This is an optimization exercise on Yosys and OpenROAD, whose aim is small area and a short achievable clock period, not a production implementation. No run shown here included a check of the RTL's function; only the layout flow was run. Power and IR drop assume default switching activity.

==> flow/design.v, too long to show whole: its modules and the start of the top module <==
// module le_fpu_rshift: 16 lines
// module le_fpu_norm: 35 lines
// module le_fpu_inc24: 159 lines
// module le_fpu_add31: 245 lines
// module le_fpu_add8: 52 lines
// module le_fpu_add32: 256 lines
// module le_fpu_add26: 192 lines
// module le_fpu_add22: 156 lines
// module le_fpu_pci: 11 lines
// module le_fpu_pcn: 11 lines
// module le_fpu_gci: 8 lines
// module le_fpu_gcn: 8 lines
// module le_fpu_inv: 6 lines
// module le_fpu_nd: 7 lines
// module le_fpu_nr: 7 lines
// module le_fpu_mul: 1231 lines
// module le_fpu_fa: 4 lines
// module le_fpu_ha: 4 lines
// module le_fpu_bpp: 3 lines
// module le_fpu: 298 lines
module le_fpu (
    input  wire        clk,
    input  wire        rst,         
    input  wire        in_valid,
    input  wire [31:0] in_insn,
    input  wire [31:0] in_a,        
    input  wire [31:0] in_b,        
    output reg         out_valid,
    output reg         out_fault,   
    output reg         out_wen,     
    output reg  [4:0]  out_rd,
    output reg  [31:0] out_data
);
  // ...
==> flow/flow/run.sh <==
#!/bin/bash
set -euo pipefail
export SETUP_SLACK_MARGIN=${SETUP_SLACK_MARGIN:-7.25}
export BUFFER_PORTS_ARGS="-buffer_cell sky130_fd_sc_hd__buf_2"
bash standard.sh > run.log 2>&1
==> flow/standard.sh <==
#!/bin/bash
# synth_recipe.tcl (not shown) runs the flow's synth.tcl, then flattens the netlist and writes it again
# the make line also repeats each setting of config.mk as NAME=value (left out here)
make -C /OpenROAD-flow-scripts/flow DESIGN_CONFIG=/design/flow/config.mk WORK_HOME=/design/flow/orfs CLKGATE_MAP_FILE= SYNTH_SCRIPT=/design/flow/synth_recipe.tcl "${@:-finish}"
==> flow/config.mk <==
export PLATFORM = sky130hd
export DESIGN_NAME = le_fpu
export DESIGN_NICKNAME = le_fpu
export VERILOG_FILES = /design/flow/design.v
export SDC_FILE = /design/flow/constraint.sdc
export NUM_CORES = 4
export LEC_CHECK = 0
export CAP_MARGIN = 20
export CORE_MARGIN = 2
export CORE_UTILIZATION = 45
export SLEW_MARGIN = 20
export SYNTH_HIERARCHICAL = 1
export SYNTH_MINIMUM_KEEP_SIZE = 0
==> flow/constraint.sdc <==
create_clock -name core_clock -period 16.0 [get_ports {clk}]
set_input_delay 3.2000 -clock core_clock [delete_from_list [all_inputs] [get_ports {clk}]]
set_output_delay 3.2000 -clock core_clock [all_outputs]
set_load 0.01 [all_outputs]
==> flow_summary.yaml, run 1 <==
synth:
  ys_warn_count: 9
  avgSynthCellArea_um2: 8.971
route:
  wl_met2_mm: 52.66
  drt-total-wl_mm: 118.1
  viasPerCell: 6.306
  drt-wirelength-per-cell_um: 25.81
  wl_met1_mm: 46.94
  vias: 28860
worst_setup_path:
  worstPathArrival_ns: 9.08
  start_kind: "input port"
  crit_family: "compound AO/OA/AOI/OAI gates"
  path_class: "input port to flip-flop"
  endpoint: "r_val[9]$_DFF_P_"
power:
  peakVddDrop_mv: 0.2221
  p_int_mw: 2.504
  top_power_group: "combinational cells"
cts:
  cts_hold_buf: 0
  post_cts_buffers: 46
  cts_sinks: 84
  cts.path.max_buffers: 2
final_layout:
  multi_input_cells: 2994
  layout-drive-gt1-share_pct: 29.37
  buffers: 334
  fin_nets: 4207
  nFillCells: 6280
  inverters_excl_clock: 215
  clk_share_pct: 0.7825
  layout_common_cells: "412 x xnor2_1, 276 x a22oi_2, 269 x nand2_1"
place:
  pre_cts_ws_ns: 3.508
  io_buffers: 133
  placed_cells: 4442
sta:
  hold_viol: 0
  slew_viol_final: 0
  min_period_over_period_pct: 55.26
  setup_viol: 0
  tightestPinTransition_ns: 1.093
  relSlewSlack_pct: 27.12
job:
  maxCapViolCount: 0
worst_hold_path:
  worstHoldStart: "in_insn[22]"
run_status:
  status: "complete, no violations"
die:
  io_pins: 139
global_routing:
  grt_remaining_overflow: 0
==> module le_fpu_inc24, before the edit <==
module le_fpu_inc24 (
    input  wire [23:0] x,
    input  wire        cin,
    output wire [23:0] s,
    output wire        cout
);
    wire q1_1;
    le_fpu_nd u_q1_1 (.a(x[1]), .b(x[0]), .y(q1_1));
    wire q1_3;
    le_fpu_nd u_q1_3 (.a(x[3]), .b(x[2]), .y(q1_3));
    wire q1_5;
    le_fpu_nd u_q1_5 (.a(x[5]), .b(x[4]), .y(q1_5));
    wire q1_7;
    le_fpu_nd u_q1_7 (.a(x[7]), .b(x[6]), .y(q1_7));
    wire q1_9;
    le_fpu_nd u_q1_9 (.a(x[9]), .b(x[8]), .y(q1_9));
    wire q1_11;
    le_fpu_nd u_q1_11 (.a(x[11]), .b(x[10]), .y(q1_11));
    wire q1_13;
    le_fpu_nd u_q1_13 (.a(x[13]), .b(x[12]), .y(q1_13));
    wire q1_15;
    le_fpu_nd u_q1_15 (.a(x[15]), .b(x[14]), .y(q1_15));
    wire q1_17;
    le_fpu_nd u_q1_17 (.a(x[17]), .b(x[16]), .y(q1_17));
    wire q1_19;
    le_fpu_nd u_q1_19 (.a(x[19]), .b(x[18]), .y(q1_19));
    wire q1_21;
    le_fpu_nd u_q1_21 (.a(x[21]), .b(x[20]), .y(q1_21));
    wire q1_23;
    le_fpu_nd u_q1_23 (.a(x[23]), .b(x[22]), .y(q1_23));
    wire v1;
    le_fpu_inv u_v1 (.a(q1_1), .y(v1));
    wire q2_2;
    le_fpu_nd u_q2_2 (.a(x[2]), .b(v1), .y(q2_2));
    wire q2_3;
    le_fpu_nr u_q2_3 (.a(q1_3), .b(q1_1), .y(q2_3));
    wire v2;
    le_fpu_inv u_v2 (.a(q1_5), .y(v2));
    wire q2_6;
    le_fpu_nd u_q2_6 (.a(x[6]), .b(v2), .y(q2_6));
    wire q2_7;
    le_fpu_nr u_q2_7 (.a(q1_7), .b(q1_5), .y(q2_7));
    wire v3;
    le_fpu_inv u_v3 (.a(q1_9), .y(v3));
    wire q2_10;
    le_fpu_nd u_q2_10 (.a(x[10]), .b(v3), .y(q2_10));
    wire q2_11;
    le_fpu_nr u_q2_11 (.a(q1_11), .b(q1_9), .y(q2_11));
    wire v4;
    le_fpu_inv u_v4 (.a(q1_13), .y(v4));
    wire q2_14;
    le_fpu_nd u_q2_14 (.a(x[14]), .b(v4), .y(q2_14));
    wire q2_15;
    le_fpu_nr u_q2_15 (.a(q1_15), .b(q1_13), .y(q2_15));
    wire v5;
    le_fpu_inv u_v5 (.a(q1_17), .y(v5));
    wire q2_18;
    le_fpu_nd u_q2_18 (.a(x[18]), .b(v5), .y(q2_18));
    wire q2_19;
    le_fpu_nr u_q2_19 (.a(q1_19), .b(q1_17), .y(q2_19));
    wire v6;
    le_fpu_inv u_v6 (.a(q1_21), .y(v6));
    wire q2_22;
    le_fpu_nd u_q2_22 (.a(x[22]), .b(v6), .y(q2_22));
    wire q2_23;
    le_fpu_nr u_q2_23 (.a(q1_23), .b(q1_21), .y(q2_23));
    wire q3_4;
    le_fpu_nd u_q3_4 (.a(x[4]), .b(q2_3), .y(q3_4));
    wire v7;
    le_fpu_inv u_v7 (.a(q2_3), .y(v7));
    wire q3_5;
    le_fpu_nr u_q3_5 (.a(q1_5), .b(v7), .y(q3_5));
    wire q3_6;
    le_fpu_nr u_q3_6 (.a(q2_6), .b(v7), .y(q3_6));
    wire q3_7;
    le_fpu_nd u_q3_7 (.a(q2_7), .b(q2_3), .y(q3_7));
    wire q3_12;
    le_fpu_nd u_q3_12 (.a(x[12]), .b(q2_11), .y(q3_12));
    wire v8;
    le_fpu_inv u_v8 (.a(q2_11), .y(v8));
    wire q3_13;
    le_fpu_nr u_q3_13 (.a(q1_13), .b(v8), .y(q3_13));
    wire q3_14;
    le_fpu_nr u_q3_14 (.a(q2_14), .b(v8), .y(q3_14));
    wire q3_15;
    le_fpu_nd u_q3_15 (.a(q2_15), .b(q2_11), .y(q3_15));
    wire q3_20;
    le_fpu_nd u_q3_20 (.a(x[20]), .b(q2_19), .y(q3_20));
    wire v9;
    le_fpu_inv u_v9 (.a(q2_19), .y(v9));
    wire q3_21;
    le_fpu_nr u_q3_21 (.a(q1_21), .b(v9), .y(q3_21));
    wire q3_22;
    le_fpu_nr u_q3_22 (.a(q2_22), .b(v9), .y(q3_22));
    wire q3_23;
    le_fpu_nd u_q3_23 (.a(q2_23), .b(q2_19), .y(q3_23));
    wire v10;
    le_fpu_inv u_v10 (.a(q3_7), .y(v10));
    wire q4_8;
    le_fpu_nd u_q4_8 (.a(x[8]), .b(v10), .y(q4_8));
    wire q4_9;
    le_fpu_nr u_q4_9 (.a(q1_9), .b(q3_7), .y(q4_9));
    wire q4_10;
    le_fpu_nr u_q4_10 (.a(q2_10), .b(q3_7), .y(q4_10));
    wire q4_11;
    le_fpu_nd u_q4_11 (.a(q2_11), .b(v10), .y(q4_11));
    wire q4_12;
    le_fpu_nr u_q4_12 (.a(q3_12), .b(q3_7), .y(q4_12));
    wire q4_13;
    le_fpu_nd u_q4_13 (.a(q3_13), .b(v10), .y(q4_13));
    wire q4_14;
    le_fpu_nd u_q4_14 (.a(q3_14), .b(v10), .y(q4_14));
    wire q4_15;
    le_fpu_nr u_q4_15 (.a(q3_15), .b(q3_7), .y(q4_15));
    wire q5_16;
    le_fpu_nd u_q5_16 (.a(x[16]), .b(q4_15), .y(q5_16));
    wire v11;
    le_fpu_inv u_v11 (.a(q4_15), .y(v11));
    wire q5_17;
    le_fpu_nr u_q5_17 (.a(q1_17), .b(v11), .y(q5_17));
    wire q5_18;
    le_fpu_nr u_q5_18 (.a(q2_18), .b(v11), .y(q5_18));
    wire q5_19;
    le_fpu_nd u_q5_19 (.a(q2_19), .b(q4_15), .y(q5_19));
    wire q5_20;
    le_fpu_nr u_q5_20 (.a(q3_20), .b(v11), .y(q5_20));
    wire q5_21;
    le_fpu_nd u_q5_21 (.a(q3_21), .b(q4_15), .y(q5_21));
    wire q5_22;
    le_fpu_nd u_q5_22 (.a(q3_22), .b(q4_15), .y(q5_22));
    wire q5_23;
    le_fpu_nr u_q5_23 (.a(q3_23), .b(v11), .y(q5_23));
    wire cin_n = ~cin;
    assign s[0] = x[0] ^ cin;
    assign s[1] = x[1] ^ (cin & x[0]);
    assign s[2] = x[2] ^ ~(cin_n | q1_1);
    assign s[3] = x[3] ^ ~(cin_n | q2_2);
    assign s[4] = x[4] ^ (cin & q2_3);
    assign s[5] = x[5] ^ ~(cin_n | q3_4);
    assign s[6] = x[6] ^ (cin & q3_5);
    assign s[7] = x[7] ^ (cin & q3_6);
    assign s[8] = x[8] ^ ~(cin_n | q3_7);
    assign s[9] = x[9] ^ ~(cin_n | q4_8);
    assign s[10] = x[10] ^ (cin & q4_9);
    assign s[11] = x[11] ^ (cin & q4_10);
    assign s[12] = x[12] ^ ~(cin_n | q4_11);
    assign s[13] = x[13] ^ (cin & q4_12);
    assign s[14] = x[14] ^ ~(cin_n | q4_13);
    assign s[15] = x[15] ^ ~(cin_n | q4_14);
    assign s[16] = x[16] ^ (cin & q4_15);
    assign s[17] = x[17] ^ ~(cin_n | q5_16);
    assign s[18] = x[18] ^ (cin & q5_17);
    assign s[19] = x[19] ^ (cin & q5_18);
    assign s[20] = x[20] ^ ~(cin_n | q5_19);
    assign s[21] = x[21] ^ (cin & q5_20);
    assign s[22] = x[22] ^ ~(cin_n | q5_21);
    assign s[23] = x[23] ^ ~(cin_n | q5_22);
    assign cout = (cin & q5_23);
endmodule
==> run 2: changes to the inputs <==
--- a/flow/design.v
+++ b/flow/design.v
@@ -55,158 +55,113 @@
     output wire [23:0] s,
     output wire        cout
 );
-    wire q1_1;
-    le_fpu_nd u_q1_1 (.a(x[1]), .b(x[0]), .y(q1_1));
-    wire q1_3;
-    le_fpu_nd u_q1_3 (.a(x[3]), .b(x[2]), .y(q1_3));
-    wire q1_5;
-    le_fpu_nd u_q1_5 (.a(x[5]), .b(x[4]), .y(q1_5));
-    wire q1_7;
-    le_fpu_nd u_q1_7 (.a(x[7]), .b(x[6]), .y(q1_7));
-    wire q1_9;
-    le_fpu_nd u_q1_9 (.a(x[9]), .b(x[8]), .y(q1_9));
-    wire q1_11;
-    le_fpu_nd u_q1_11 (.a(x[11]), .b(x[10]), .y(q1_11));
-    wire q1_13;
-    le_fpu_nd u_q1_13 (.a(x[13]), .b(x[12]), .y(q1_13));
-    wire q1_15;
-    le_fpu_nd u_q1_15 (.a(x[15]), .b(x[14]), .y(q1_15));
-    wire q1_17;
-    le_fpu_nd u_q1_17 (.a(x[17]), .b(x[16]), .y(q1_17));
-    wire q1_19;
-    le_fpu_nd u_q1_19 (.a(x[19]), .b(x[18]), .y(q1_19));
-    wire q1_21;
-    le_fpu_nd u_q1_21 (.a(x[21]), .b(x[20]), .y(q1_21));
-    wire q1_23;
-    le_fpu_nd u_q1_23 (.a(x[23]), .b(x[22]), .y(q1_23));
-    wire v1;
-    le_fpu_inv u_v1 (.a(q1_1), .y(v1));
-    wire q2_2;
-    le_fpu_nd u_q2_2 (.a(x[2]), .b(v1), .y(q2_2));
-    wire q2_3;
-    le_fpu_nr u_q2_3 (.a(q1_3), .b(q1_1), .y(q2_3));
-    wire v2;
-    le_fpu_inv u_v2 (.a(q1_5), .y(v2));
-    wire q2_6;
-    le_fpu_nd u_q2_6 (.a(x[6]), .b(v2), .y(q2_6));
-    wire q2_7;
-    le_fpu_nr u_q2_7 (.a(q1_7), .b(q1_5), .y(q2_7));
-    wire v3;
-    le_fpu_inv u_v3 (.a(q1_9), .y(v3));
-    wire q2_10;
-    le_fpu_nd u_q2_10 (.a(x[10]), .b(v3), .y(q2_10));
-    wire q2_11;
-    le_fpu_nr u_q2_11 (.a(q1_11), .b(q1_9), .y(q2_11));
-    wire v4;
-    le_fpu_inv u_v4 (.a(q1_13), .y(v4));
-    wire q2_14;
-    le_fpu_nd u_q2_14 (.a(x[14]), .b(v4), .y(q2_14));
-    wire q2_15;
-    le_fpu_nr u_q2_15 (.a(q1_15), .b(q1_13), .y(q2_15));
-    wire v5;
-    le_fpu_inv u_v5 (.a(q1_17), .y(v5));
-    wire q2_18;
-    le_fpu_nd u_q2_18 (.a(x[18]), .b(v5), .y(q2_18));
-    wire q2_19;
-    le_fpu_nr u_q2_19 (.a(q1_19), .b(q1_17), .y(q2_19));
-    wire v6;
-    le_fpu_inv u_v6 (.a(q1_21), .y(v6));
-    wire q2_22;
-    le_fpu_nd u_q2_22 (.a(x[22]), .b(v6), .y(q2_22));
-    wire q2_23;
-    le_fpu_nr u_q2_23 (.a(q1_23), .b(q1_21), .y(q2_23));
-    wire q3_4;
-    le_fpu_nd u_q3_4 (.a(x[4]), .b(q2_3), .y(q3_4));
-    wire v7;
-    le_fpu_inv u_v7 (.a(q2_3), .y(v7));
-    wire q3_5;
-    le_fpu_nr u_q3_5 (.a(q1_5), .b(v7), .y(q3_5));
-    wire q3_6;
-    le_fpu_nr u_q3_6 (.a(q2_6), .b(v7), .y(q3_6));
-    wire q3_7;
-    le_fpu_nd u_q3_7 (.a(q2_7), .b(q2_3), .y(q3_7));
-    wire q3_12;
-    le_fpu_nd u_q3_12 (.a(x[12]), .b(q2_11), .y(q3_12));
-    wire v8;
-    le_fpu_inv u_v8 (.a(q2_11), .y(v8));
-    wire q3_13;
-    le_fpu_nr u_q3_13 (.a(q1_13), .b(v8), .y(q3_13));
-    wire q3_14;
-    le_fpu_nr u_q3_14 (.a(q2_14), .b(v8), .y(q3_14));
-    wire q3_15;
-    le_fpu_nd u_q3_15 (.a(q2_15), .b(q2_11), .y(q3_15));
-    wire q3_20;
-    le_fpu_nd u_q3_20 (.a(x[20]), .b(q2_19), .y(q3_20));
-    wire v9;
-    le_fpu_inv u_v9 (.a(q2_19), .y(v9));
-    wire q3_21;
-    le_fpu_nr u_q3_21 (.a(q1_21), .b(v9), .y(q3_21));
-    wire q3_22;
-    le_fpu_nr u_q3_22 (.a(q2_22), .b(v9), .y(q3_22));
-    wire q3_23;
-    le_fpu_nd u_q3_23 (.a(q2_23), .b(q2_19), .y(q3_23));
-    wire v10;
-    le_fpu_inv u_v10 (.a(q3_7), .y(v10));
-    wire q4_8;
-    le_fpu_nd u_q4_8 (.a(x[8]), .b(v10), .y(q4_8));
-    wire q4_9;
-    le_fpu_nr u_q4_9 (.a(q1_9), .b(q3_7), .y(q4_9));
-    wire q4_10;
-    le_fpu_nr u_q4_10 (.a(q2_10), .b(q3_7), .y(q4_10));
-    wire q4_11;
-    le_fpu_nd u_q4_11 (.a(q2_11), .b(v10), .y(q4_11));
-    wire q4_12;
-    le_fpu_nr u_q4_12 (.a(q3_12), .b(q3_7), .y(q4_12));
-    wire q4_13;
-    le_fpu_nd u_q4_13 (.a(q3_13), .b(v10), .y(q4_13));
-    wire q4_14;
-    le_fpu_nd u_q4_14 (.a(q3_14), .b(v10), .y(q4_14));
-    wire q4_15;
-    le_fpu_nr u_q4_15 (.a(q3_15), .b(q3_7), .y(q4_15));
-    wire q5_16;
-    le_fpu_nd u_q5_16 (.a(x[16]), .b(q4_15), .y(q5_16));
-    wire v11;
-    le_fpu_inv u_v11 (.a(q4_15), .y(v11));
-    wire q5_17;
-    le_fpu_nr u_q5_17 (.a(q1_17), .b(v11), .y(q5_17));
-    wire q5_18;
-    le_fpu_nr u_q5_18 (.a(q2_18), .b(v11), .y(q5_18));
-    wire q5_19;
-    le_fpu_nd u_q5_19 (.a(q2_19), .b(q4_15), .y(q5_19));
-    wire q5_20;
-    le_fpu_nr u_q5_20 (.a(q3_20), .b(v11), .y(q5_20));
-    wire q5_21;
-    le_fpu_nd u_q5_21 (.a(q3_21), .b(q4_15), .y(q5_21));
-    wire q5_22;
-    le_fpu_nd u_q5_22 (.a(q3_22), .b(q4_15), .y(q5_22));
-    wire q5_23;
-    le_fpu_nr u_q5_23 (.a(q3_23), .b(v11), .y(q5_23));
-    wire cin_n = ~cin;
-    assign s[0] = x[0] ^ cin;
-    assign s[1] = x[1] ^ (cin & x[0]);
-    assign s[2] = x[2] ^ ~(cin_n | q1_1);
-    assign s[3] = x[3] ^ ~(cin_n | q2_2);
-    assign s[4] = x[4] ^ (cin & q2_3);
-    assign s[5] = x[5] ^ ~(cin_n | q3_4);
-    assign s[6] = x[6] ^ (cin & q3_5);
-    assign s[7] = x[7] ^ (cin & q3_6);
-    assign s[8] = x[8] ^ ~(cin_n | q3_7);
-    assign s[9] = x[9] ^ ~(cin_n | q4_8);
-    assign s[10] = x[10] ^ (cin & q4_9);
-    assign s[11] = x[11] ^ (cin & q4_10);
-    assign s[12] = x[12] ^ ~(cin_n | q4_11);
-    assign s[13] = x[13] ^ (cin & q4_12);
-    assign s[14] = x[14] ^ ~(cin_n | q4_13);
-    assign s[15] = x[15] ^ ~(cin_n | q4_14);
-    assign s[16] = x[16] ^ (cin & q4_15);
-    assign s[17] = x[17] ^ ~(cin_n | q5_16);
-    assign s[18] = x[18] ^ (cin & q5_17);
-    assign s[19] = x[19] ^ (cin & q5_18);
-    assign s[20] = x[20] ^ ~(cin_n | q5_19);
-    assign s[21] = x[21] ^ (cin & q5_20);
-    assign s[22] = x[22] ^ ~(cin_n | q5_21);
-    assign s[23] = x[23] ^ ~(cin_n | q5_22);
-    assign cout = (cin & q5_23);
+    wire p1_1;
+    le_fpu_ac u_p1_1 (.a(x[1]), .b(x[0]), .y(p1_1));
+    wire p1_3;
+    le_fpu_ac u_p1_3 (.a(x[3]), .b(x[2]), .y(p1_3));
+    wire p1_5;
+    le_fpu_ac u_p1_5 (.a(x[5]), .b(x[4]), .y(p1_5));
+    wire p1_7;
+    le_fpu_ac u_p1_7 (.a(x[7]), .b(x[6]), .y(p1_7));
+    wire p1_9;
+    le_fpu_ac u_p1_9 (.a(x[9]), .b(x[8]), .y(p1_9));
+    wire p1_11;
+    le_fpu_ac u_p1_11 (.a(x[11]), .b(x[10]), .y(p1_11));
+    wire p1_13;
+    le_fpu_ac u_p1_13 (.a(x[13]), .b(x[12]), .y(p1_13));
+    wire p1_15;
+    le_fpu_ac u_p1_15 (.a(x[15]), .b(x[14]), .y(p1_15));
+    wire p1_17;
+    le_fpu_ac u_p1_17 (.a(x[17]), .b(x[16]), .y(p1_17));
+    wire p1_19;
+    le_fpu_ac u_p1_19 (.a(x[19]), .b(x[18]), .y(p1_19));
+    wire p1_21;
+    le_fpu_ac u_p1_21 (.a(x[21]), .b(x[20]), .y(p1_21));
+    wire p1_23;
+    le_fpu_ac u_p1_23 (.a(x[23]), .b(x[22]), .y(p1_23));
+    wire p2_2;
+    le_fpu_ac u_p2_2 (.a(x[2]), .b(p1_1), .y(p2_2));
+    wire p2_3;
+    le_fpu_ac u_p2_3 (.a(p1_3), .b(p1_1), .y(p2_3));
+    wire p2_6;
+    le_fpu_ac u_p2_6 (.a(x[6]), .b(p1_5), .y(p2_6));
+    wire p2_7;
+    le_fpu_ac u_p2_7 (.a(p1_7), .b(p1_5), .y(p2_7));
+    wire p2_10;
+    le_fpu_ac u_p2_10 (.a(x[10]), .b(p1_9), .y(p2_10));
+    wire p2_11;
+    le_fpu_ac u_p2_11 (.a(p1_11), .b(p1_9), .y(p2_11));
+    wire p2_14;
+    le_fpu_ac u_p2_14 (.a(x[14]), .b(p1_13), .y(p2_14));
+    wire p2_15;
+    le_fpu_ac u_p2_15 (.a(p1_15), .b(p1_13), .y(p2_15));
+    wire p2_18;
+    le_fpu_ac u_p2_18 (.a(x[18]), .b(p1_17), .y(p2_18));
+    wire p2_19;
+    le_fpu_ac u_p2_19 (.a(p1_19), .b(p1_17), .y(p2_19));
+    wire p2_22;
+    le_fpu_ac u_p2_22 (.a(x[22]), .b(p1_21), .y(p2_22));
+    wire p2_23;
+    le_fpu_ac u_p2_23 (.a(p1_23), .b(p1_21), .y(p2_23));
+    wire p3_4;
+    le_fpu_ac u_p3_4 (.a(x[4]), .b(p2_3), .y(p3_4));
+    wire p3_5;
+    le_fpu_ac u_p3_5 (.a(p1_5), .b(p2_3), .y(p3_5));
+    wire p3_6;
+    le_fpu_ac u_p3_6 (.a(p2_6), .b(p2_3), .y(p3_6));
+    wire p3_7;
+    le_fpu_ac u_p3_7 (.a(p2_7), .b(p2_3), .y(p3_7));
+    wire p3_12;
+    le_fpu_ac u_p3_12 (.a(x[12]), .b(p2_11), .y(p3_12));
+    wire p3_13;
+    le_fpu_ac u_p3_13 (.a(p1_13), .b(p2_11), .y(p3_13));
+    wire p3_14;
+    le_fpu_ac u_p3_14 (.a(p2_14), .b(p2_11), .y(p3_14));
+    wire p3_15;
+    le_fpu_ac u_p3_15 (.a(p2_15), .b(p2_11), .y(p3_15));
+    wire p3_20;
+    le_fpu_ac u_p3_20 (.a(x[20]), .b(p2_19), .y(p3_20));
+    wire p3_21;
+    le_fpu_ac u_p3_21 (.a(p1_21), .b(p2_19), .y(p3_21));
+    wire p3_22;
+    le_fpu_ac u_p3_22 (.a(p2_22), .b(p2_19), .y(p3_22));
+    wire p3_23;
+    le_fpu_ac u_p3_23 (.a(p2_23), .b(p2_19), .y(p3_23));
+    wire p4_8;
+    le_fpu_ac u_p4_8 (.a(x[8]), .b(p3_7), .y(p4_8));
+    wire p4_9;
+    le_fpu_ac u_p4_9 (.a(p1_9), .b(p3_7), .y(p4_9));
+    wire p4_10;
+    le_fpu_ac u_p4_10 (.a(p2_10), .b(p3_7), .y(p4_10));
+    wire p4_11;
+    le_fpu_ac u_p4_11 (.a(p2_11), .b(p3_7), .y(p4_11));
+    wire p4_12;
+    le_fpu_ac u_p4_12 (.a(p3_12), .b(p3_7), .y(p4_12));
+    wire p4_13;
+    le_fpu_ac u_p4_13 (.a(p3_13), .b(p3_7), .y(p4_13));
+    wire p4_14;
+    le_fpu_ac u_p4_14 (.a(p3_14), .b(p3_7), .y(p4_14));
+    wire p4_15;
+    le_fpu_ac u_p4_15 (.a(p3_15), .b(p3_7), .y(p4_15));
+    wire p5_16;
+    le_fpu_ac u_p5_16 (.a(x[16]), .b(p4_15), .y(p5_16));
+    wire p5_17;
+    le_fpu_ac u_p5_17 (.a(p1_17), .b(p4_15), .y(p5_17));
+    wire p5_18;
+    le_fpu_ac u_p5_18 (.a(p2_18), .b(p4_15), .y(p5_18));
+    wire p5_19;
+    le_fpu_ac u_p5_19 (.a(p2_19), .b(p4_15), .y(p5_19));
+    wire p5_20;
+    le_fpu_ac u_p5_20 (.a(p3_20), .b(p4_15), .y(p5_20));
+    wire p5_21;
+    le_fpu_ac u_p5_21 (.a(p3_21), .b(p4_15), .y(p5_21));
+    wire p5_22;
+    le_fpu_ac u_p5_22 (.a(p3_22), .b(p4_15), .y(p5_22));
+    wire p5_23;
+    le_fpu_ac u_p5_23 (.a(p3_23), .b(p4_15), .y(p5_23));
+    wire [23:0] c = {p5_22, p5_21, p5_20, p5_19, p5_18, p5_17, p5_16, p4_15, p4_14, p4_13, p4_12, p4_11, p4_10, p4_9, p4_8, p3_7, p3_6, p3_5, p3_4, p2_3, p2_2, p1_1, x[0], 1'b1} & {24{cin}};
+    assign s = x ^ c;
+    assign cout = cin & p5_23;
 endmodule
 module le_fpu_add31 (
     input  wire [30:0] x,
@@ -505,18 +460,17 @@
     assign s[0] = p0[0] ^ cin;
     assign cout = ~g3_7;
 endmodule
-module le_fpu_add32 (
-    input  wire [31:0] x,
-    input  wire [31:0] y,
+module le_fpu_add31l (
+    input  wire [30:0] x,
+    input  wire [30:0] y,
     input  wire        cin,
-    output wire [31:0] s,
+    output wire [30:0] s,
     output wire        cout
 );
-    wire [31:0] p0 = x ^ y;
-    wire [31:0] g0 = x & y;
-    wire gc0 = g0[0] | (p0[0] & cin);
-    wire g1_1;
-    le_fpu_gci u_g1_1 (.gh(g0[1]), .ph(p0[1]), .gl(gc0), .g(g1_1));
+    wire [30:0] p0 = x ^ y;
+    wire [30:0] g0 = x & y;
+    wire g1_1, p1_1;
+    le_fpu_pci u_g1_1 (.gh(g0[1]), .ph(p0[1]), .gl(g0[0]), .pl(p0[0]), .g(g1_1), .p(p1_1));
     wire g1_3, p1_3;
     le_fpu_pci u_g1_3 (.gh(g0[3]), .ph(p0[3]), .gl(g0[2]), .pl(p0[2]), .g(g1_3), .p(p1_3));
     wire g1_5, p1_5;
@@ -545,221 +499,281 @@
     le_fpu_pci u_g1_27 (.gh(g0[27]), .ph(p0[27]), .gl(g0[26]), .pl(p0[26]), .g(g1_27), .p(p1_27));
     wire g1_29, p1_29;
     le_fpu_pci u_g1_29 (.gh(g0[29]), .ph(p0[29]), .gl(g0[28]), .pl(p0[28]), .g(g1_29), .p(p1_29));
-    wire g1_31, p1_31;
-    le_fpu_pci u_g1_31 (.gh(g0[31]), .ph(p0[31]), .gl(g0[30]), .pl(p0[30]), .g(g1_31), .p(p1_31));
     wire v1;
     le_fpu_inv u_v1 (.a(g1_1), .y(v1));
-    wire g2_2;
-    le_fpu_gci u_g2_2 (.gh(g0[2]), .ph(p0[2]), .gl(v1), .g(g2_2));
-    wire g2_3;
-    le_fpu_gcn u_g2_3 (.gh(g1_3), .ph(p1_3), .gl(g1_1), .g(g2_3));
     wire v2;
-    le_fpu_inv u_v2 (.a(g1_5), .y(v2));
+    le_fpu_inv u_v2 (.a(p1_1), .y(v2));
+    wire g2_2, p2_2;
+    le_fpu_pci u_g2_2 (.gh(g0[2]), .ph(p0[2]), .gl(v1), .pl(v2), .g(g2_2), .p(p2_2));
+    wire g2_3, p2_3;
+    le_fpu_pcn u_g2_3 (.gh(g1_3), .ph(p1_3), .gl(g1_1), .pl(p1_1), .g(g2_3), .p(p2_3));
     wire v3;
-    le_fpu_inv u_v3 (.a(p1_5), .y(v3));
+    le_fpu_inv u_v3 (.a(g1_5), .y(v3));
+    wire v4;
+    le_fpu_inv u_v4 (.a(p1_5), .y(v4));
     wire g2_6, p2_6;
-    le_fpu_pci u_g2_6 (.gh(g0[6]), .ph(p0[6]), .gl(v2), .pl(v3), .g(g2_6), .p(p2_6));
+    le_fpu_pci u_g2_6 (.gh(g0[6]), .ph(p0[6]), .gl(v3), .pl(v4), .g(g2_6), .p(p2_6));
     wire g2_7, p2_7;
     le_fpu_pcn u_g2_7 (.gh(g1_7), .ph(p1_7), .gl(g1_5), .pl(p1_5), .g(g2_7), .p(p2_7));
-    wire v4;
-    le_fpu_inv u_v4 (.a(g1_9), .y(v4));
     wire v5;
-    le_fpu_inv u_v5 (.a(p1_9), .y(v5));
+    le_fpu_inv u_v5 (.a(g1_9), .y(v5));
+    wire v6;
+    le_fpu_inv u_v6 (.a(p1_9), .y(v6));
     wire g2_10, p2_10;
-    le_fpu_pci u_g2_10 (.gh(g0[10]), .ph(p0[10]), .gl(v4), .pl(v5), .g(g2_10), .p(p2_10));
+    le_fpu_pci u_g2_10 (.gh(g0[10]), .ph(p0[10]), .gl(v5), .pl(v6), .g(g2_10), .p(p2_10));
     wire g2_11, p2_11;
     le_fpu_pcn u_g2_11 (.gh(g1_11), .ph(p1_11), .gl(g1_9), .pl(p1_9), .g(g2_11), .p(p2_11));
-    wire v6;
-    le_fpu_inv u_v6 (.a(g1_13), .y(v6));
     wire v7;
-    le_fpu_inv u_v7 (.a(p1_13), .y(v7));
+    le_fpu_inv u_v7 (.a(g1_13), .y(v7));
+    wire v8;
+    le_fpu_inv u_v8 (.a(p1_13), .y(v8));
     wire g2_14, p2_14;
-    le_fpu_pci u_g2_14 (.gh(g0[14]), .ph(p0[14]), .gl(v6), .pl(v7), .g(g2_14), .p(p2_14));
+    le_fpu_pci u_g2_14 (.gh(g0[14]), .ph(p0[14]), .gl(v7), .pl(v8), .g(g2_14), .p(p2_14));
     wire g2_15, p2_15;
     le_fpu_pcn u_g2_15 (.gh(g1_15), .ph(p1_15), .gl(g1_13), .pl(p1_13), .g(g2_15), .p(p2_15));
-    wire v8;
-    le_fpu_inv u_v8 (.a(g1_17), .y(v8));
     wire v9;
-    le_fpu_inv u_v9 (.a(p1_17), .y(v9));
+    le_fpu_inv u_v9 (.a(g1_17), .y(v9));
+    wire v10;
+    le_fpu_inv u_v10 (.a(p1_17), .y(v10));
     wire g2_18, p2_18;
-    le_fpu_pci u_g2_18 (.gh(g0[18]), .ph(p0[18]), .gl(v8), .pl(v9), .g(g2_18), .p(p2_18));
+    le_fpu_pci u_g2_18 (.gh(g0[18]), .ph(p0[18]), .gl(v9), .pl(v10), .g(g2_18), .p(p2_18));
     wire g2_19, p2_19;
     le_fpu_pcn u_g2_19 (.gh(g1_19), .ph(p1_19), .gl(g1_17), .pl(p1_17), .g(g2_19), .p(p2_19));
-    wire v10;
-    le_fpu_inv u_v10 (.a(g1_21), .y(v10));
     wire v11;
-    le_fpu_inv u_v11 (.a(p1_21), .y(v11));
+    le_fpu_inv u_v11 (.a(g1_21), .y(v11));
+    wire v12;
+    le_fpu_inv u_v12 (.a(p1_21), .y(v12));
     wire g2_22, p2_22;
-    le_fpu_pci u_g2_22 (.gh(g0[22]), .ph(p0[22]), .gl(v10), .pl(v11), .g(g2_22), .p(p2_22));
+    le_fpu_pci u_g2_22 (.gh(g0[22]), .ph(p0[22]), .gl(v11), .pl(v12), .g(g2_22), .p(p2_22));
     wire g2_23, p2_23;
     le_fpu_pcn u_g2_23 (.gh(g1_23), .ph(p1_23), .gl(g1_21), .pl(p1_21), .g(g2_23), .p(p2_23));
-    wire v12;
-    le_fpu_inv u_v12 (.a(g1_25), .y(v12));
     wire v13;
-    le_fpu_inv u_v13 (.a(p1_25), .y(v13));
+    le_fpu_inv u_v13 (.a(g1_25), .y(v13));
+    wire v14;
+    le_fpu_inv u_v14 (.a(p1_25), .y(v14));
     wire g2_26, p2_26;
-    le_fpu_pci u_g2_26 (.gh(g0[26]), .ph(p0[26]), .gl(v12), .pl(v13), .g(g2_26), .p(p2_26));
+    le_fpu_pci u_g2_26 (.gh(g0[26]), .ph(p0[26]), .gl(v13), .pl(v14), .g(g2_26), .p(p2_26));
     wire g2_27, p2_27;
     le_fpu_pcn u_g2_27 (.gh(g1_27), .ph(p1_27), .gl(g1_25), .pl(p1_25), .g(g2_27), .p(p2_27));
-    wire v14;
-    le_fpu_inv u_v14 (.a(g1_29), .y(v14));
     wire v15;
-    le_fpu_inv u_v15 (.a(p1_29), .y(v15));
-    wire g2_30, p2_30;
-    le_fpu_pci u_g2_30 (.gh(g0[30]), .ph(p0[30]), .gl(v14), .pl(v15), .g(g2_30), .p(p2_30));
-    wire g2_31, p2_31;
-    le_fpu_pcn u_g2_31 (.gh(g1_31), .ph(p1_31), .gl(g1_29), .pl(p1_29), .g(g2_31), .p(p2_31));
-    wire g3_4;
-    le_fpu_gci u_g3_4 (.gh(g0[4]), .ph(p0[4]), .gl(g2_3), .g(g3_4));
+    le_fpu_inv u_v15 (.a(g1_29), .y(v15));
     wire v16;
-    le_fpu_inv u_v16 (.a(g2_3), .y(v16));
-    wire g3_5;
-    le_fpu_gcn u_g3_5 (.gh(g1_5), .ph(p1_5), .gl(v16), .g(g3_5));
-    wire g3_6;
-    le_fpu_gcn u_g3_6 (.gh(g2_6), .ph(p2_6), .gl(v16), .g(g3_6));
-    wire g3_7;
-    le_fpu_gci u_g3_7 (.gh(g2_7), .ph(p2_7), .gl(g2_3), .g(g3_7));
-    wire g3_12, p3_12;
-    le_fpu_pci u_g3_12 (.gh(g0[12]), .ph(p0[12]), .gl(g2_11), .pl(p2_11), .g(g3_12), .p(p3_12));
+    le_fpu_inv u_v16 (.a(p1_29), .y(v16));
+    wire g2_30, p2_30;
+    le_fpu_pci u_g2_30 (.gh(g0[30]), .ph(p0[30]), .gl(v15), .pl(v16), .g(g2_30), .p(p2_30));
+    wire g3_4, p3_4;
+    le_fpu_pci u_g3_4 (.gh(g0[4]), .ph(p0[4]), .gl(g2_3), .pl(p2_3), .g(g3_4), .p(p3_4));
     wire v17;
-    le_fpu_inv u_v17 (.a(g2_11), .y(v17));
+    le_fpu_inv u_v17 (.a(g2_3), .y(v17));
     wire v18;
-    le_fpu_inv u_v18 (.a(p2_11), .y(v18));
+    le_fpu_inv u_v18 (.a(p2_3), .y(v18));
+    wire g3_5, p3_5;
+    le_fpu_pcn u_g3_5 (.gh(g1_5), .ph(p1_5), .gl(v17), .pl(v18), .g(g3_5), .p(p3_5));
+    wire g3_6, p3_6;
+    le_fpu_pcn u_g3_6 (.gh(g2_6), .ph(p2_6), .gl(v17), .pl(v18), .g(g3_6), .p(p3_6));
+    wire g3_7, p3_7;
+    le_fpu_pci u_g3_7 (.gh(g2_7), .ph(p2_7), .gl(g2_3), .pl(p2_3), .g(g3_7), .p(p3_7));
+    wire g3_12, p3_12;
+    le_fpu_pci u_g3_12 (.gh(g0[12]), .ph(p0[12]), .gl(g2_11), .pl(p2_11), .g(g3_12), .p(p3_12));
+    wire v19;
+    le_fpu_inv u_v19 (.a(g2_11), .y(v19));
+    wire v20;
+    le_fpu_inv u_v20 (.a(p2_11), .y(v20));
     wire g3_13, p3_13;
-    le_fpu_pcn u_g3_13 (.gh(g1_13), .ph(p1_13), .gl(v17), .pl(v18), .g(g3_13), .p(p3_13));
+    le_fpu_pcn u_g3_13 (.gh(g1_13), .ph(p1_13), .gl(v19), .pl(v20), .g(g3_13), .p(p3_13));
     wire g3_14, p3_14;
-    le_fpu_pcn u_g3_14 (.gh(g2_14), .ph(p2_14), .gl(v17), .pl(v18), .g(g3_14), .p(p3_14));
+    le_fpu_pcn u_g3_14 (.gh(g2_14), .ph(p2_14), .gl(v19), .pl(v20), .g(g3_14), .p(p3_14));
     wire g3_15, p3_15;
     le_fpu_pci u_g3_15 (.gh(g2_15), .ph(p2_15), .gl(g2_11), .pl(p2_11), .g(g3_15), .p(p3_15));
     wire g3_20, p3_20;
     le_fpu_pci u_g3_20 (.gh(g0[20]), .ph(p0[20]), .gl(g2_19), .pl(p2_19), .g(g3_20), .p(p3_20));
-    wire v19;
-    le_fpu_inv u_v19 (.a(g2_19), .y(v19));
-    wire v20;
-    le_fpu_inv u_v20 (.a(p2_19), .y(v20));
+    wire v21;
+    le_fpu_inv u_v21 (.a(g2_19), .y(v21));
+    wire v22;
+    le_fpu_inv u_v22 (.a(p2_19), .y(v22));
     wire g3_21, p3_21;
-    le_fpu_pcn u_g3_21 (.gh(g1_21), .ph(p1_21), .gl(v19), .pl(v20), .g(g3_21), .p(p3_21));
+    le_fpu_pcn u_g3_21 (.gh(g1_21), .ph(p1_21), .gl(v21), .pl(v22), .g(g3_21), .p(p3_21));
     wire g3_22, p3_22;
-    le_fpu_pcn u_g3_22 (.gh(g2_22), .ph(p2_22), .gl(v19), .pl(v20), .g(g3_22), .p(p3_22));
+    le_fpu_pcn u_g3_22 (.gh(g2_22), .ph(p2_22), .gl(v21), .pl(v22), .g(g3_22), .p(p3_22));
     wire g3_23, p3_23;
     le_fpu_pci u_g3_23 (.gh(g2_23), .ph(p2_23), .gl(g2_19), .pl(p2_19), .g(g3_23), .p(p3_23));
     wire g3_28, p3_28;
     le_fpu_pci u_g3_28 (.gh(g0[28]), .ph(p0[28]), .gl(g2_27), .pl(p2_27), .g(g3_28), .p(p3_28));
-    wire v21;
-    le_fpu_inv u_v21 (.a(g2_27), .y(v21));
-    wire v22;
-    le_fpu_inv u_v22 (.a(p2_27), .y(v22));
-    wire g3_29, p3_29;
-    le_fpu_pcn u_g3_29 (.gh(g1_29), .ph(p1_29), .gl(v21), .pl(v22), .g(g3_29), .p(p3_29));
-    wire g3_30, p3_30;
-    le_fpu_pcn u_g3_30 (.gh(g2_30), .ph(p2_30), .gl(v21), .pl(v22), .g(g3_30), .p(p3_30));
-    wire g3_31, p3_31;
-    le_fpu_pci u_g3_31 (.gh(g2_31), .ph(p2_31), .gl(g2_27), .pl(p2_27), .g(g3_31), .p(p3_31));
     wire v23;
-    le_fpu_inv u_v23 (.a(g3_7), .y(v23));
-    wire g4_8;
-    le_fpu_gci u_g4_8 (.gh(g0[8]), .ph(p0[8]), .gl(v23), .g(g4_8));
-    wire g4_9;
-    le_fpu_gcn u_g4_9 (.gh(g1_9), .ph(p1_9), .gl(g3_7), .g(g4_9));
-    wire g4_10;
-    le_fpu_gcn u_g4_10 (.gh(g2_10), .ph(p2_10), .gl(g3_7), .g(g4_10));
-    wire g4_11;
-    le_fpu_gci u_g4_11 (.gh(g2_11), .ph(p2_11), .gl(v23), .g(g4_11));
-    wire g4_12;
-    le_fpu_gcn u_g4_12 (.gh(g3_12), .ph(p3_12), .gl(g3_7), .g(g4_12));
-    wire g4_13;
-    le_fpu_gci u_g4_13 (.gh(g3_13), .ph(p3_13), .gl(v23), .g(g4_13));
-    wire g4_14;
-    le_fpu_gci u_g4_14 (.gh(g3_14), .ph(p3_14), .gl(v23), .g(g4_14));
-    wire g4_15;
-    le_fpu_gcn u_g4_15 (.gh(g3_15), .ph(p3_15), .gl(g3_7), .g(g4_15));
+    le_fpu_inv u_v23 (.a(g2_27), .y(v23));
     wire v24;
-    le_fpu_inv u_v24 (.a(g3_23), .y(v24));
+    le_fpu_inv u_v24 (.a(p2_27), .y(v24));
+    wire g3_29, p3_29;
+    le_fpu_pcn u_g3_29 (.gh(g1_29), .ph(p1_29), .gl(v23), .pl(v24), .g(g3_29), .p(p3_29));
+    wire g3_30, p3_30;
+    le_fpu_pcn u_g3_30 (.gh(g2_30), .ph(p2_30), .gl(v23), .pl(v24), .g(g3_30), .p(p3_30));
     wire v25;
-    le_fpu_inv u_v25 (.a(p3_23), .y(v25));
+    le_fpu_inv u_v25 (.a(g3_7), .y(v25));
+    wire v26;
+    le_fpu_inv u_v26 (.a(p3_7), .y(v26));
+    wire g4_8, p4_8;
+    le_fpu_pci u_g4_8 (.gh(g0[8]), .ph(p0[8]), .gl(v25), .pl(v26), .g(g4_8), .p(p4_8));
+    wire g4_9, p4_9;
+    le_fpu_pcn u_g4_9 (.gh(g1_9), .ph(p1_9), .gl(g3_7), .pl(p3_7), .g(g4_9), .p(p4_9));
+    wire g4_10, p4_10;
+    le_fpu_pcn u_g4_10 (.gh(g2_10), .ph(p2_10), .gl(g3_7), .pl(p3_7), .g(g4_10), .p(p4_10));
+    wire g4_11, p4_11;
+    le_fpu_pci u_g4_11 (.gh(g2_11), .ph(p2_11), .gl(v25), .pl(v26), .g(g4_11), .p(p4_11));
+    wire g4_12, p4_12;
+    le_fpu_pcn u_g4_12 (.gh(g3_12), .ph(p3_12), .gl(g3_7), .pl(p3_7), .g(g4_12), .p(p4_12));
+    wire g4_13, p4_13;
+    le_fpu_pci u_g4_13 (.gh(g3_13), .ph(p3_13), .gl(v25), .pl(v26), .g(g4_13), .p(p4_13));
+    wire g4_14, p4_14;
+    le_fpu_pci u_g4_14 (.gh(g3_14), .ph(p3_14), .gl(v25), .pl(v26), .g(g4_14), .p(p4_14));
+    wire g4_15, p4_15;
+    le_fpu_pcn u_g4_15 (.gh(g3_15), .ph(p3_15), .gl(g3_7), .pl(p3_7), .g(g4_15), .p(p4_15));
+    wire v27;
+    le_fpu_inv u_v27 (.a(g3_23), .y(v27));
+    wire v28;
+    le_fpu_inv u_v28 (.a(p3_23), .y(v28));
     wire g4_24, p4_24;
-    le_fpu_pci u_g4_24 (.gh(g0[24]), .ph(p0[24]), .gl(v24), .pl(v25), .g(g4_24), .p(p4_24));
+    le_fpu_pci u_g4_24 (.gh(g0[24]), .ph(p0[24]), .gl(v27), .pl(v28), .g(g4_24), .p(p4_24));
     wire g4_25, p4_25;
     le_fpu_pcn u_g4_25 (.gh(g1_25), .ph(p1_25), .gl(g3_23), .pl(p3_23), .g(g4_25), .p(p4_25));
     wire g4_26, p4_26;
     le_fpu_pcn u_g4_26 (.gh(g2_26), .ph(p2_26), .gl(g3_23), .pl(p3_23), .g(g4_26), .p(p4_26));
     wire g4_27, p4_27;
-    le_fpu_pci u_g4_27 (.gh(g2_27), .ph(p2_27), .gl(v24), .pl(v25), .g(g4_27), .p(p4_27));
+    le_fpu_pci u_g4_27 (.gh(g2_27), .ph(p2_27), .gl(v27), .pl(v28), .g(g4_27), .p(p4_27));
     wire g4_28, p4_28;
     le_fpu_pcn u_g4_28 (.gh(g3_28), .ph(p3_28), .gl(g3_23), .pl(p3_23), .g(g4_28), .p(p4_28));
     wire g4_29, p4_29;
-    le_fpu_pci u_g4_29 (.gh(g3_29), .ph(p3_29), .gl(v24), .pl(v25), .g(g4_29), .p(p4_29));
+    le_fpu_pci u_g4_29 (.gh(g3_29), .ph(p3_29), .gl(v27), .pl(v28), .g(g4_29), .p(p4_29));
     wire g4_30, p4_30;
-    le_fpu_pci u_g4_30 (.gh(g3_30), .ph(p3_30), .gl(v24), .pl(v25), .g(g4_30), .p(p4_30));
-    wire g4_31, p4_31;
-    le_fpu_pcn u_g4_31 (.gh(g3_31), .ph(p3_31), .gl(g3_23), .pl(p3_23), .g(g4_31), .p(p4_31));
-    wire g5_16;
-    le_fpu_gci u_g5_16 (.gh(g0[16]), .ph(p0[16]), .gl(g4_15), .g(g5_16));
-    wire v26;
-    le_fpu_inv u_v26 (.a(g4_15), .y(v26));
-    wire g5_17;
-    le_fpu_gcn u_g5_17 (.gh(g1_17), .ph(p1_17), .gl(v26), .g(g5_17));
-    wire g5_18;
-    le_fpu_gcn u_g5_18 (.gh(g2_18), .ph(p2_18), .gl(v26), .g(g5_18));
-    wire g5_19;
-    le_fpu_gci u_g5_19 (.gh(g2_19), .ph(p2_19), .gl(g4_15), .g(g5_19));
-    wire g5_20;
-    le_fpu_gcn u_g5_20 (.gh(g3_20), .ph(p3_20), .gl(v26), .g(g5_20));
-    wire g5_21;
-    le_fpu_gci u_g5_21 (.gh(g3_21), .ph(p3_21), .gl(g4_15), .g(g5_21));
-    wire g5_22;
-    le_fpu_gci u_g5_22 (.gh(g3_22), .ph(p3_22), .gl(g4_15), .g(g5_22));
-    wire g5_23;
-    le_fpu_gcn u_g5_23 (.gh(g3_23), .ph(p3_23), .gl(v26), .g(g5_23));
-    wire g5_24;
-    le_fpu_gcn u_g5_24 (.gh(g4_24), .ph(p4_24), .gl(v26), .g(g5_24));
-    wire g5_25;
-    le_fpu_gci u_g5_25 (.gh(g4_25), .ph(p4_25), .gl(g4_15), .g(g5_25));
-    wire g5_26;
-    le_fpu_gci u_g5_26 (.gh(g4_26), .ph(p4_26), .gl(g4_15), .g(g5_26));
-    wire g5_27;
-    le_fpu_gcn u_g5_27 (.gh(g4_27), .ph(p4_27), .gl(v26), .g(g5_27));
-    wire g5_28;
-    le_fpu_gci u_g5_28 (.gh(g4_28), .ph(p4_28), .gl(g4_15), .g(g5_28));
-    wire g5_29;
-    le_fpu_gcn u_g5_29 (.gh(g4_29), .ph(p4_29), .gl(v26), .g(g5_29));
-    wire g5_30;
-    le_fpu_gcn u_g5_30 (.gh(g4_30), .ph(p4_30), .gl(v26), .g(g5_30));
-    wire g5_31;
-    le_fpu_gci u_g5_31 (.gh(g4_31), .ph(p4_31), .gl(g4_15), .g(g5_31));
-    assign s[1] = p0[1] ^ gc0;
-    assign s[2] = ~(p0[2] ^ g1_1);
-    assign s[3] = ~(p0[3] ^ g2_2);
-    assign s[4] = p0[4] ^ g2_3;
-    assign s[5] = ~(p0[5] ^ g3_4);
-    assign s[6] = p0[6] ^ g3_5;
-    assign s[7] = p0[7] ^ g3_6;
-    assign s[8] = ~(p0[8] ^ g3_7);
-    assign s[9] = ~(p0[9] ^ g4_8);
-    assign s[10] = p0[10] ^ g4_9;
-    assign s[11] = p0[11] ^ g4_10;
-    assign s[12] = ~(p0[12] ^ g4_11);
-    assign s[13] = p0[13] ^ g4_12;
-    assign s[14] = ~(p0[14] ^ g4_13);
-    assign s[15] = ~(p0[15] ^ g4_14);
-    assign s[16] = p0[16] ^ g4_15;
-    assign s[17] = ~(p0[17] ^ g5_16);
-    assign s[18] = p0[18] ^ g5_17;
-    assign s[19] = p0[19] ^ g5_18;
-    assign s[20] = ~(p0[20] ^ g5_19);
-    assign s[21] = p0[21] ^ g5_20;
-    assign s[22] = ~(p0[22] ^ g5_21);
-    assign s[23] = ~(p0[23] ^ g5_22);
-    assign s[24] = p0[24] ^ g5_23;
-    assign s[25] = p0[25] ^ g5_24;
-    assign s[26] = ~(p0[26] ^ g5_25);
-    assign s[27] = ~(p0[27] ^ g5_26);
-    assign s[28] = p0[28] ^ g5_27;
-    assign s[29] = ~(p0[29] ^ g5_28);
-    assign s[30] = p0[30] ^ g5_29;
-    assign s[31] = p0[31] ^ g5_30;
+    le_fpu_pci u_g4_30 (.gh(g3_30), .ph(p3_30), .gl(v27), .pl(v28), .g(g4_30), .p(p4_30));
+    wire g5_16, p5_16;
+    le_fpu_pci u_g5_16 (.gh(g0[16]), .ph(p0[16]), .gl(g4_15), .pl(p4_15), .g(g5_16), .p(p5_16));
+    wire v29;
+    le_fpu_inv u_v29 (.a(g4_15), .y(v29));
+    wire v30;
+    le_fpu_inv u_v30 (.a(p4_15), .y(v30));
+    wire g5_17, p5_17;
+    le_fpu_pcn u_g5_17 (.gh(g1_17), .ph(p1_17), .gl(v29), .pl(v30), .g(g5_17), .p(p5_17));
+    wire g5_18, p5_18;
+    le_fpu_pcn u_g5_18 (.gh(g2_18), .ph(p2_18), .gl(v29), .pl(v30), .g(g5_18), .p(p5_18));
+    wire g5_19, p5_19;
+    le_fpu_pci u_g5_19 (.gh(g2_19), .ph(p2_19), .gl(g4_15), .pl(p4_15), .g(g5_19), .p(p5_19));
+    wire g5_20, p5_20;
+    le_fpu_pcn u_g5_20 (.gh(g3_20), .ph(p3_20), .gl(v29), .pl(v30), .g(g5_20), .p(p5_20));
+    wire g5_21, p5_21;
+    le_fpu_pci u_g5_21 (.gh(g3_21), .ph(p3_21), .gl(g4_15), .pl(p4_15), .g(g5_21), .p(p5_21));
+    wire g5_22, p5_22;
+    le_fpu_pci u_g5_22 (.gh(g3_22), .ph(p3_22), .gl(g4_15), .pl(p4_15), .g(g5_22), .p(p5_22));
+    wire g5_23, p5_23;
+    le_fpu_pcn u_g5_23 (.gh(g3_23), .ph(p3_23), .gl(v29), .pl(v30), .g(g5_23), .p(p5_23));
+    wire g5_24, p5_24;
+    le_fpu_pcn u_g5_24 (.gh(g4_24), .ph(p4_24), .gl(v29), .pl(v30), .g(g5_24), .p(p5_24));
+    wire g5_25, p5_25;
+    le_fpu_pci u_g5_25 (.gh(g4_25), .ph(p4_25), .gl(g4_15), .pl(p4_15), .g(g5_25), .p(p5_25));
+    wire g5_26, p5_26;
+    le_fpu_pci u_g5_26 (.gh(g4_26), .ph(p4_26), .gl(g4_15), .pl(p4_15), .g(g5_26), .p(p5_26));
+    wire g5_27, p5_27;
+    le_fpu_pcn u_g5_27 (.gh(g4_27), .ph(p4_27), .gl(v29), .pl(v30), .g(g5_27), .p(p5_27));
+    wire g5_28, p5_28;
+    le_fpu_pci u_g5_28 (.gh(g4_28), .ph(p4_28), .gl(g4_15), .pl(p4_15), .g(g5_28), .p(p5_28));
+    wire g5_29, p5_29;
+    le_fpu_pcn u_g5_29 (.gh(g4_29), .ph(p4_29), .gl(v29), .pl(v30), .g(g5_29), .p(p5_29));
+    wire g5_30, p5_30;
+    le_fpu_pcn u_g5_30 (.gh(g4_30), .ph(p4_30), .gl(v29), .pl(v30), .g(g5_30), .p(p5_30));
+    wire cin_n = ~cin;
+    wire c1;
+    le_fpu_gci u_c1 (.gh(g0[0]), .ph(p0[0]), .gl(cin), .g(c1));
+    wire c2;
+    le_fpu_gcn u_c2 (.gh(g1_1), .ph(p1_1), .gl(cin_n), .g(c2));
+    wire c3;
+    le_fpu_gcn u_c3 (.gh(g2_2), .ph(p2_2), .gl(cin_n), .g(c3));
+    wire c4;
+    le_fpu_gci u_c4 (.gh(g2_3), .ph(p2_3), .gl(cin), .g(c4));
+    wire c5;
+    le_fpu_gcn u_c5 (.gh(g3_4), .ph(p3_4), .gl(cin_n), .g(c5));
+    wire c6;
+    le_fpu_gci u_c6 (.gh(g3_5), .ph(p3_5), .gl(cin), .g(c6));
+    wire c7;
+    le_fpu_gci u_c7 (.gh(g3_6), .ph(p3_6), .gl(cin), .g(c7));
+    wire c8;
+    le_fpu_gcn u_c8 (.gh(g3_7), .ph(p3_7), .gl(cin_n), .g(c8));
+    wire c9;
+    le_fpu_gcn u_c9 (.gh(g4_8), .ph(p4_8), .gl(cin_n), .g(c9));
+    wire c10;
+    le_fpu_gci u_c10 (.gh(g4_9), .ph(p4_9), .gl(cin), .g(c10));
+    wire c11;
+    le_fpu_gci u_c11 (.gh(g4_10), .ph(p4_10), .gl(cin), .g(c11));
+    wire c12;
+    le_fpu_gcn u_c12 (.gh(g4_11), .ph(p4_11), .gl(cin_n), .g(c12));
+    wire c13;
+    le_fpu_gci u_c13 (.gh(g4_12), .ph(p4_12), .gl(cin), .g(c13));
+    wire c14;
+    le_fpu_gcn u_c14 (.gh(g4_13), .ph(p4_13), .gl(cin_n), .g(c14));
+    wire c15;
+    le_fpu_gcn u_c15 (.gh(g4_14), .ph(p4_14), .gl(cin_n), .g(c15));
+    wire c16;
+    le_fpu_gci u_c16 (.gh(g4_15), .ph(p4_15), .gl(cin), .g(c16));
+    wire c17;
+    le_fpu_gcn u_c17 (.gh(g5_16), .ph(p5_16), .gl(cin_n), .g(c17));
+    wire c18;
+    le_fpu_gci u_c18 (.gh(g5_17), .ph(p5_17), .gl(cin), .g(c18));
+    wire c19;
+    le_fpu_gci u_c19 (.gh(g5_18), .ph(p5_18), .gl(cin), .g(c19));
+    wire c20;
+    le_fpu_gcn u_c20 (.gh(g5_19), .ph(p5_19), .gl(cin_n), .g(c20));
+    wire c21;
+    le_fpu_gci u_c21 (.gh(g5_20), .ph(p5_20), .gl(cin), .g(c21));
+    wire c22;
+    le_fpu_gcn u_c22 (.gh(g5_21), .ph(p5_21), .gl(cin_n), .g(c22));
+    wire c23;
+    le_fpu_gcn u_c23 (.gh(g5_22), .ph(p5_22), .gl(cin_n), .g(c23));
+    wire c24;
+    le_fpu_gci u_c24 (.gh(g5_23), .ph(p5_23), .gl(cin), .g(c24));
+    wire c25;
+    le_fpu_gci u_c25 (.gh(g5_24), .ph(p5_24), .gl(cin), .g(c25));
+    wire c26;
+    le_fpu_gcn u_c26 (.gh(g5_25), .ph(p5_25), .gl(cin_n), .g(c26));
+    wire c27;
+    le_fpu_gcn u_c27 (.gh(g5_26), .ph(p5_26), .gl(cin_n), .g(c27));
+    wire c28;
+    le_fpu_gci u_c28 (.gh(g5_27), .ph(p5_27), .gl(cin), .g(c28));
+    wire c29;
+    le_fpu_gcn u_c29 (.gh(g5_28), .ph(p5_28), .gl(cin_n), .g(c29));
+    wire c30;
+    le_fpu_gci u_c30 (.gh(g5_29), .ph(p5_29), .gl(cin), .g(c30));
+    wire c31;
+    le_fpu_gci u_c31 (.gh(g5_30), .ph(p5_30), .gl(cin), .g(c31));
+    assign s[1] = ~(p0[1] ^ c1);
+    assign s[2] = p0[2] ^ c2;
+    assign s[3] = p0[3] ^ c3;
+    assign s[4] = ~(p0[4] ^ c4);
+    assign s[5] = p0[5] ^ c5;
+    assign s[6] = ~(p0[6] ^ c6);
+    assign s[7] = ~(p0[7] ^ c7);
+    assign s[8] = p0[8] ^ c8;
+    assign s[9] = p0[9] ^ c9;
+    assign s[10] = ~(p0[10] ^ c10);
+    assign s[11] = ~(p0[11] ^ c11);
+    assign s[12] = p0[12] ^ c12;
+    assign s[13] = ~(p0[13] ^ c13);
+    assign s[14] = p0[14] ^ c14;
+    assign s[15] = p0[15] ^ c15;
+    assign s[16] = ~(p0[16] ^ c16);
+    assign s[17] = p0[17] ^ c17;
+    assign s[18] = ~(p0[18] ^ c18);
+    assign s[19] = ~(p0[19] ^ c19);
+    assign s[20] = p0[20] ^ c20;
+    assign s[21] = ~(p0[21] ^ c21);
+    assign s[22] = p0[22] ^ c22;
+    assign s[23] = p0[23] ^ c23;
+    assign s[24] = ~(p0[24] ^ c24);
+    assign s[25] = ~(p0[25] ^ c25);
+    assign s[26] = p0[26] ^ c26;
+    assign s[27] = p0[27] ^ c27;
+    assign s[28] = ~(p0[28] ^ c28);
+    assign s[29] = p0[29] ^ c29;
+    assign s[30] = ~(p0[30] ^ c30);
     assign s[0] = p0[0] ^ cin;
-    assign cout = ~g5_31;
+    assign cout = ~c31;
 endmodule
 module le_fpu_add26 (
     input  wire [25:0] x,
@@ -1109,6 +1123,13 @@
     assign s[0] = p0[0] ^ cin;
     assign cout = ~g5_21;
 endmodule
+module le_fpu_ac (
+    input  wire a,
+    input  wire b,
+    output wire y
+);
+    assign y = a & b;
+endmodule
 module le_fpu_pci (
     input  wire gh,
     input  wire ph,
@@ -1153,20 +1174,6 @@
 );
     assign y = ~a;
 endmodule
-module le_fpu_nd (
-    input  wire a,
-    input  wire b,
-    output wire y
-);
-    assign y = ~(a & b);
-endmodule
-module le_fpu_nr (
-    input  wire a,
-    input  wire b,
-    output wire y
-);
-    assign y = ~(a | b);
-endmodule
 module le_fpu_mul (
     input  wire [23:0] a,
     input  wire [23:0] b,
@@ -2519,15 +2526,19 @@
     wire [31:0] y_add  = {w[32:2], w[1] | (f_add & (w[0] | stk))};
     wire        inv    = f_add ? eff_sub : sa;
     wire        cin    = f_add ? eff_sub : (f_cif & sa);
-    wire [31:0] sum;
+    wire [31:0] y_inv = y_add ^ {32{inv}};
+    wire        a0_p  = x_add[0] ^ y_inv[0];
+    wire        a0_c  = (x_add[0] & y_inv[0]) | (a0_p & cin);
+    wire [30:0] sum_hi;
     wire        add_co;
-    le_fpu_add32 u_add (
-        .x   (x_add),
-        .y   (y_add ^ {32{inv}}),
-        .cin (cin),
-        .s   (sum),
+    le_fpu_add31l u_add (
+        .x   (x_add[31:1]),
+        .y   (y_inv[31:1]),
+        .cin (a0_c),
+        .s   (sum_hi),
         .cout(add_co)
     );
+    wire [31:0] sum = {sum_hi, a0_p ^ cin};
     wire [47:0] mul_s, mul_c;
     le_fpu_mul u_mul (
         .a({1'b1, fa}),
==> flow/flow/run.sh (replaced) <==
#!/bin/bash
set -euo pipefail
export SETUP_SLACK_MARGIN=${SETUP_SLACK_MARGIN:-7}
export BUFFER_PORTS_ARGS="-buffer_cell sky130_fd_sc_hd__buf_2"
bash standard.sh > run.log 2>&1
==> run 2 against run 1 <==
Compared with the run above:
- worst hold slack barely moved
- core utilization fell by 0.059 points
- global-route usage fell by 0.22 points
- count of clock-buffer cells in the layout did not move
- sequential power about the same
- largest cell class unchanged
- via count up 1.7%
- synthesized cell count up 0.98%
- fmax is 2.4% lower
- critical endpoint is now r_val[10]$_DFF_P_
- design area up 0.24%
- area after synthesis increased by 0.84%
==> flow_summary.yaml, run 2 <==
run_status:
  status: "complete, no violations"
worst_setup_path:
  worstPathArrival_ns: 9.29
  cp-startpoint: "in_a[7]"
  max_stage_delay_ns: 0.50
  worst_setup_path_end_kind: "flip-flop"
  crit_cells: 32
  crit_family: "compound AO/OA/AOI/OAI gates"
  start_kind: "input port"
  critical_path_buf_inv_count: 10
  required_ns: 16.24
  slowest_stage: "or4_4"
  path_class: "input port to flip-flop"
  endpoint: "r_val[10]$_DFF_P_"
  cp_max_fo: 18
route:
  remaining_drc_errors: 0
  drtAntennaViolNets: 0
  drt-wirelength-per-cell_um: 25.87
  dr.pass1.iters: 6
  viasPerCell: 6.338
  first_iter_violations: 3218
  drt-total-wl_mm: 119.8
  vias: 29360
die:
  core.rowCount: 96
  io_pins: 139
  die_w_um: 268.3
  die_area_mm2: 0.07199
  die_h_um: 268.3
  core_mm2: 0.06883
  start_util_pct: 45.68
synth:
  synth_area_mm2: 0.03144
  synthCells: 3509
  ys_warn_count: 9
  avgSynthCellArea_um2: 8.959
power:
  power_frac_comb_pct: 88.5
  leakagePower_nw: 14.02
  p_seq_share_pct: 7.6
  p_switching_mw: 2.911
  p_int_mw: 2.483
  p_sw_share_pct: 53.96
  peakVddDrop_mv: 0.2344
  clkPwrFrac_pct: 3.8
  power_density_mw_per_mm2: 148.9
final_layout:
  final_common_cell: "xnor2_1"
  largest_reg_flops: 32
  fin_nets: 4264
  largest_register: "r_val"
  reg_top3: "r_val: 32 flops, r_mc: 26 flops, r_exp: 10 flops"
  post_layout_nonfiller_instances: 4632
  layout_common_cells: "411 x xnor2_1, 277 x a22oi_2, 268 x fa_1"
  layout-drive-gt1-share_pct: 30.30
  area_growth_pct: 15.22
  stdcell_area_mm2: 0.03622
place:
  gp_routability_congestion: 0.9290
  placed_cells: 4484
  place_area_mm2: 0.03290
  io_buffers: 133
  pre_cts_ws_ns: 3.816
  place_hpwl_mm: 80.15
sta:
  slew_viol_final: 0
  fmax_mhz: 110.4
  hold_viol: 0
  fin_ws_ns: 6.944
  min_period_over_period_pct: 56.60
  hold_slack_ns: 2.940
  tns_ns: 0
  tightestPinTransition_ns: 1.228
  rsz0062_at_grt: "yes"
  timing.final.crit_period_ns: 9.056
  setup_viol: 0
  relSlewSlack_pct: 18.12
job:
  maxCapViolCount: 0
cts:
  h-tree-depth: 3
  cts_sinks: 84
  cts_hold_buf: 0
  cts_buffers: 9
  clockRootBuffer: "clkbuf_16"
  cts_tree: "yes"
  cts.path.max_buffers: 2
  clkTransAtPathRegs_ns: 0.07
global_routing:
  grt_remaining_overflow: 0
  use_met3_pct: 8.128
  use_met1_pct: 42.10
  grtUsageTotal_pct: 32.06
  antenna_found_initial: 5
  grt_use_met2_pct: 50.36
  busiest_layer: "met2"
  grt_pass1_vias: 27810
  grt_max_degree: 62
  grt_pass1_wl_mm: 176.0
worst_hold_path:
  hold_class: "input port to flip-flop"
-- run 2: worst min-delay path by stage --
stage	from	endpoint	slack, ns	cells after the start
after floorplan	in_insn[21]	r_rd[0]$_DFF_P_	3.23	0
after CTS	in_insn[24]	r_rd[3]$_DFF_P_	2.92	1
after global routing	in_insn[22]	r_rd[1]$_DFF_P_	2.93	1
final	in_insn[24]	r_rd[3]$_DFF_P_	2.94	1
after detailed placement	in_insn[24]	r_rd[3]$_DFF_P_	3.30	1
after global placement	in_insn[25]	r_rd[4]$_DFF_P_	3.30	1
-- run 2: power by group through the flow --
stage                     logic [mW]  clock network, mW  registers [mW]
final                           4.78              0.207           0.411
after global routing            5.19              0.222           0.415
after CTS                       4.61              0.212           0.405
after detailed placement        4.52                  0           0.407
after global placement          4.50                  0           0.408
after floorplan                 4.00                  0           0.342
-- run 2: final cells by class --
cell class | instances | area [µm²]
clock buffer | 9 | 225.2
multi-input combinational | 3033 | 29130
inverter | 214 | 837.1
sequential | 84 | 1707
antenna | 1 | 2.502
fill | 6328 | 32600
tap | 931 | 1165
timing repair buffer | 353 | 3085
clock inverter | 7 | 75.07
-- run 2: per-layer routing --
| metal | vias to the layer above | share of wire (%) | wire [µm] |
|---|---|---|---|
| met1 | 14380 | 40 | 47720 |
| met5 | - | 0.17 | 199 |
| met3 | 341 | 11 | 12750 |
| met4 | 10 | 4.5 | 5435 |
| li1 | 12890 | - | - |
| met2 | 1738 | 45 | 53730 |
-- run 2: what timing repair did --
item,4_1_cts,5_1_grt
setup endpoints to repair,63,62
setup buffers,29,86
gates cloned,8,8
pin swaps,16,74
resized for setup,162,233
-- run 2: per-stage QoR --
stage	util [%]	power, mW
floorplan	-	4.343
CTS	49.90	5.228
global route	52.63	5.824
global placement	47.81	4.913
detailed placement	47.81	4.929
finish	52.63	5.393

[re-timing with driven ports]
The flow's constraints put no driver on any port. The routed layouts listed below were extracted and timed again, unchanged, in two steps. Step 1, drivers: a clkbuf_16 drives clk and a buf_2 each remaining input, both assumed. Step 2 also shifts input and output timing later by t, the mid clock arrival at the registers, as if the neighbouring blocks saw the same clock. Three values: ideal ports, drivers, drivers and shift; two values: the first two.
run | t (ns) | setup slack, ns | worst setup path after step 2 | worst register clock-pin slew, ns | worst slew at a driven data input, ns
run 1 | 0.397 | 7.158 / 7.148 / 6.752 | input to register | 0.07 / 0.07 | 0.10
run 2 | 0.395 | 6.944 / 6.912 / 6.517 | input to register | 0.07 / 0.07 | 0.15
After both steps setup and hold are still met in every run listed. The setup slack of run 2, which loses most, moves by -0.032 ns with the drivers and by -0.427 ns with both steps.
